This is an optimization exercise on Yosys and OpenROAD, whose aim is small area, not a production implementation. RTL that was checked went through simulation tests only; none was proved equivalent to the original.

==> trial 3 <==
Design chk_unit, start of the top module:
module chk_unit (
    input  wire        clk,
    input  wire        rst,
    input  wire        req_valid,
    input  wire        req_write,
    input  wire [6:0]  req_addr,
    input  wire [31:0] req_wdata,
    input  wire [2:0]  req_src,
    input  wire [2:0]  req_jet,
    output reg         rsp_valid,
    output reg         rsp_denied,
    output reg  [31:0] rsp_rdata,
    input  wire [7:0]  fold_addr,
    input  wire        tick_ms,
    input  wire        jet_stop,
    input  wire [2:0]  jet_stop_id,
    input  wire        steward_stop,
    input  wire        lockout,
    output wire        mismatch_evt,
    output reg  [2:0]  mismatch_ch
);
    localparam [3:0] R_CFG  = 4'd0, R_SEQ  = 4'd1, R_FSRC = 4'd2, R_FCNT = 4'd3,
                     R_CTL  = 4'd4, R_DATA = 4'd5, R_BYTE = 4'd6, R_RES  = 4'd7,
                     R_CMP  = 4'd8, R_STAT = 4'd9;
    localparam [3:0] IDLE = 4'b0001;
    wire [2:0]  c  = req_addr[6:4];
    wire [3:0]  r  = req_addr[3:0];
    wire [31:0] wd = req_wdata;
    wire        priv = !c[2];
    wire [3:0]  id = (req_src == 3'd1) ? {1'b1, req_jet} : {1'b0, req_src};
    localparam NB = 32 + 32 + 32 + 30 + 13 + 16 + 6 + 6 + 8 + 2 + 4 + 2 + 1 + 1;
    wire [NB-1:0] q_all [0:7];
    wire [7:0]    oh_c = 8'd1 << c;
    reg [NB-1:0] s_all;
    integer n;
    always @(*) begin
        s_all = {NB{1'b0}};
        for (n = 0; n < 8; n = n + 1)
            s_all = s_all | (q_all[n] & {NB{oh_c[n]}});
    end
    wire [31:0] crc_c, res_c, cmp_c;
    wire [29:0] fsrc_c;
    wire [12:0] fcnt_c;
    wire [15:0] seq_c;
    wire [5:0]  cfg_c, act_c;
    wire [7:0]  alive_c;
    wire [1:0]  cuf_c, le_c;
    wire [3:0]  own_c;
    wire        mm_c, fd_c;
  ...
clock: 13.0 ns
lec_check: 0
cap_margin: 10
core_margin: 2
core_utilization: 60
gpl_routability_driven: 0
slew_margin: 10
standard.sh (not shown) runs the stock make flow with config.mk's settings and CLKGATE_MAP_FILE= SYNTH_SCRIPT=/design/flow/synth_recipe.tcl, a recipe that flattens the netlist after the stock synthesis.
==> flow/flow/run.sh <==
#!/bin/bash
# Own layout flow.
# 1. The standard synthesis (standard.sh synth).
# 2. The same synthesis again with an area-oriented ABC mapping script
#    (area_synth.tcl, abc_area_map.script, bias_lib.py); its netlist replaces
#    the standard one only if it holds exactly the same registers (names and
#    cell types).
# 3. The standard ORFS layout steps, with clock tree and port buffer
#    settings of our own.
# Each tool's output goes to a log of its own in this folder.
set -euo pipefail
W=$(pwd)
R=$W/orfs/results/$FLOW_PLATFORM/chk_unit/base
A=$W/orfs_area/results/$FLOW_PLATFORM/chk_unit/base

bash standard.sh synth > 1_standard_synth.log 2>&1
cp $R/1_2_yosys.v $W/standard_synth.v

python3 flow/bias_lib.py $FLOW_HOME/platforms/$FLOW_PLATFORM/lib/sky130_fd_sc_hd__tt_025C_1v80.lib \
  $W/abc_bias.lib 5.0 > 2_bias_lib.log 2>&1
if bash standard.sh WORK_HOME=$W/orfs_area SYNTH_SCRIPT=$W/flow/area_synth.tcl synth \
     > 2_area_synth.log 2>&1 \
   && python3 flow/regs_match.py $W/standard_synth.v $A/1_2_yosys.v > 2_regs_match.log 2>&1; then
  cp $A/1_2_yosys.v $R/1_2_yosys.v
  touch $R/1_2_yosys.v
fi

bash standard.sh \
  "CTS_ARGS=-sink_clustering_enable -repair_clock_nets -sink_clustering_size 10 -sink_clustering_max_diameter 40 -buf_list sky130_fd_sc_hd__clkbuf_4 -dont_use_dummy_load" \
  "BUFFER_PORTS_ARGS=-buffer_cell sky130_fd_sc_hd__buf_1" \
  finish > 3_layout.log 2>&1
Other scripts of this flow, unchanged in this note and not shown: flow/flow/abc_area_map.script, flow/flow/area_synth.tcl, flow/flow/bias_lib.py, flow/flow/regs_match.py
==> inputs of trial 70, as changes to trial 3 <==
--- a/flow/design.v
+++ b/flow/design.v
@@ -63,11 +63,11 @@
     reg        act_x0;
     reg [15:0] seq;
     reg [29:0] fsrc;
     reg [12:0] fcnt;
     reg [31:0] cmp, crc, res;
-    reg [7:0]  alive;       
+    reg [7:0]  alive;
     reg [1:0]  cuf;
     reg [1:0]  last_end;
     reg        feed_st, mm_flag;
     reg [3:0]  own;
     reg [6:0]  stamp;
@@ -647,12 +647,11 @@
             endcase
         end else begin
             x0 = crc_c;
         end
     end
-    wire [7:0]  cinc  = alive_c + 8'd1;
-    wire [7:0]  cbyte = {(cnt4 || cuf_c[0]) ? 4'h0 : cinc[7:4], cinc[3:0]};
+    wire [7:0]  cbyte = cnt4 ? {4'h0, alive_c[3:0]} : alive_c;
     wire [31:0] dsw   = {wd[7:0], wd[15:8], wd[23:16], wd[31:24]};
     wire        swap  = act_c[4];
     wire [31:0] edata = is_ctl ? (priv ? {8'h00, fold_addr, seq_c} : {24'h0, cbyte})
                                : ((r == R_DATA && swap) ? dsw : wd);
     wire        one   = (r == R_BYTE) || (is_ctl && !priv);
@@ -666,19 +665,19 @@
             2'd3:    begin fin_v = {24'h000000, ~y[7:0]};      mask = 32'h0000_00FF; end
             default: begin fin_v = ~y;                         mask = 32'hFFFF_FFFF; end
         endcase
     end
     wire [31:0] diff = fin_v ^ cmp_c;
-    reg  [3:0]  mm_part;
+    reg  [7:0]  mm_part;
     reg         mm_pend;
     integer k;
     always @(posedge clk) begin
-        for (k = 0; k < 4; k = k + 1)
-            mm_part[k] <= mask[8*k] && (|diff[8*k +: 8]);
+        for (k = 0; k < 8; k = k + 1)
+            mm_part[k] <= mask[4*k] && (|diff[4*k +: 4]);
         mm_pend <= !rst && ok && fin && cmp_en;
     end
-    assign mismatch_evt = mm_pend && (mm_part != 4'h0);
+    assign mismatch_evt = mm_pend && (mm_part != 8'h00);
     wire [7:0] mm_set = {8{mismatch_evt}} & (8'd1 << mismatch_ch);
     wire [3:0] own_s = start ? id : own_c;
     wire [3:0] d_own = (b_abort || (!b_feed && b_finish)) ? IDLE : own_s;
     wire       rel_w = (d_own != IDLE) && (lockout ||
                                            (jet_stop && d_own == {1'b1, jet_stop_id}) ||
@@ -691,11 +690,11 @@
     wire [15:0] d_seq   = rst ? 16'h0 : (r == R_SEQ) ? wd[15:0] : seq_c + 16'd1;
     wire [29:0] d_fsrc  = rst ? 30'h0 : {wd[31:30], wd[27:0]};
     wire [12:0] d_fcnt  = rst ? 13'h0 : wd[12:0];
     wire [31:0] d_cmp   = rst ? 32'h0 : wd;
     wire [31:0] d_res   = rst ? 32'h0 : fin_v;
-    wire [7:0]  d_alive = rst ? 8'hFF : cbyte;
+    wire [7:0]  d_alive = rst ? 8'h0 : cnt4 ? {4'h0, alive_c[3:0] + 4'd1} : alive_c + 8'd1;
     wire [1:0]  d_cuf   = rst ? 2'd0 : {1'b1, cnt4};
     wire [1:0]  d_le    = b_abort ? 2'd2 : 2'd1;
     wire w_cfg   = (r == R_CFG);
     wire w_seq   = (r == R_SEQ) || seq_inc;
     wire w_fsrc  = (r == R_FSRC);
@@ -738,11 +737,12 @@
             );
             assign q_all[g] = {q_crc, q_res, q_cmp, q_fsrc, q_fcnt, q_seq, q_cfg, q_act,
                                q_alive, q_cuf, q_own, q_le, q_mm, q_fd};
         end
     endgenerate
-    wire [7:0] cnt_used = cuf_c[1] ? alive_c : 8'h00;
+    wire [7:0] cnt_used = !cuf_c[1] ? 8'h00
+                        : cuf_c[0] ? {4'h0, alive_c[3:0] - 4'd1} : alive_c - 8'd1;
     wire [2:0] owner    = !active_c ? 3'd0 : own_c[3] ? 3'd1 : own_c[2:0];
     wire [2:0] ojet     = own_c[3] ? own_c[2:0] : 3'd0;
     reg [31:0] rdata;
     always @(*) begin
         case (r)
==> results_dict.tcl <==
set metrics [dict create \
    comb_power_mw 9.26 \
    wl_per_cell_um 34.5 \
    vdd_drop_max_uv 419 \
    critPathMaxFanout 15 \
    met2_length_um 94300 \
    outcome "no timing/DRC/antenna violations" \
    tightest_slew_ns 1.38 \
    insertion_delay_ns 1.14 \
]
-- figures above: trial 3

==> results_dict.tcl <==
set metrics [dict create \
    tightest_slew_ns 1.25 \
    comb_power_mw 9.79 \
    insertion_delay_ns 1.20 \
    critPathMaxFanout 9 \
    vdd_drop_max_uv 392 \
    outcome "no timing/DRC/antenna violations" \
    wl_per_cell_um 35.0 \
]
-- figures above: trial 70

Only the layout flow was run in trial 3; the RTL was not checked for function there.

==> what the ideal ports hide <==
In the flow no input, the clock included, has a driving cell. The finished layouts below were timed again as built, in two steps. Step 1 (the two cells are an assumption about what drives the block):
set clk [get_ports {clk}]
set_driving_cell -lib_cell sky130_fd_sc_hd__clkbuf_16 $clk
set_driving_cell -lib_cell sky130_fd_sc_hd__buf_2 [delete_from_list [all_inputs] $clk]
Step 2 times the ports against the registers' clock, not the clock port: input delays grow and output delays shrink by t, the midpoint of the rising clock arrivals with the driver on. Three values: ideal ports, drivers, drivers and shift; two values: the first two.
run	t (ns)	setup slack, ns	hold WS [ns]	slew at the worst register clock pin (ns)	cell pins on the clock port's net
trial 3	1.157	1.094 / 1.149 / -0.008	0.415 / 0.415 / 0.415	0.11 / 0.11	1
trial 70	1.167	1.116 / 1.158 / -0.010	0.443 / 0.443 / 0.443	0.11 / 0.11	1
Met with ideal ports but missed after step 2: setup timing in trial 3 and trial 70. The setup slack of trial 70, which loses most, moves by +0.042 ns with the drivers and by -1.126 ns with both steps.
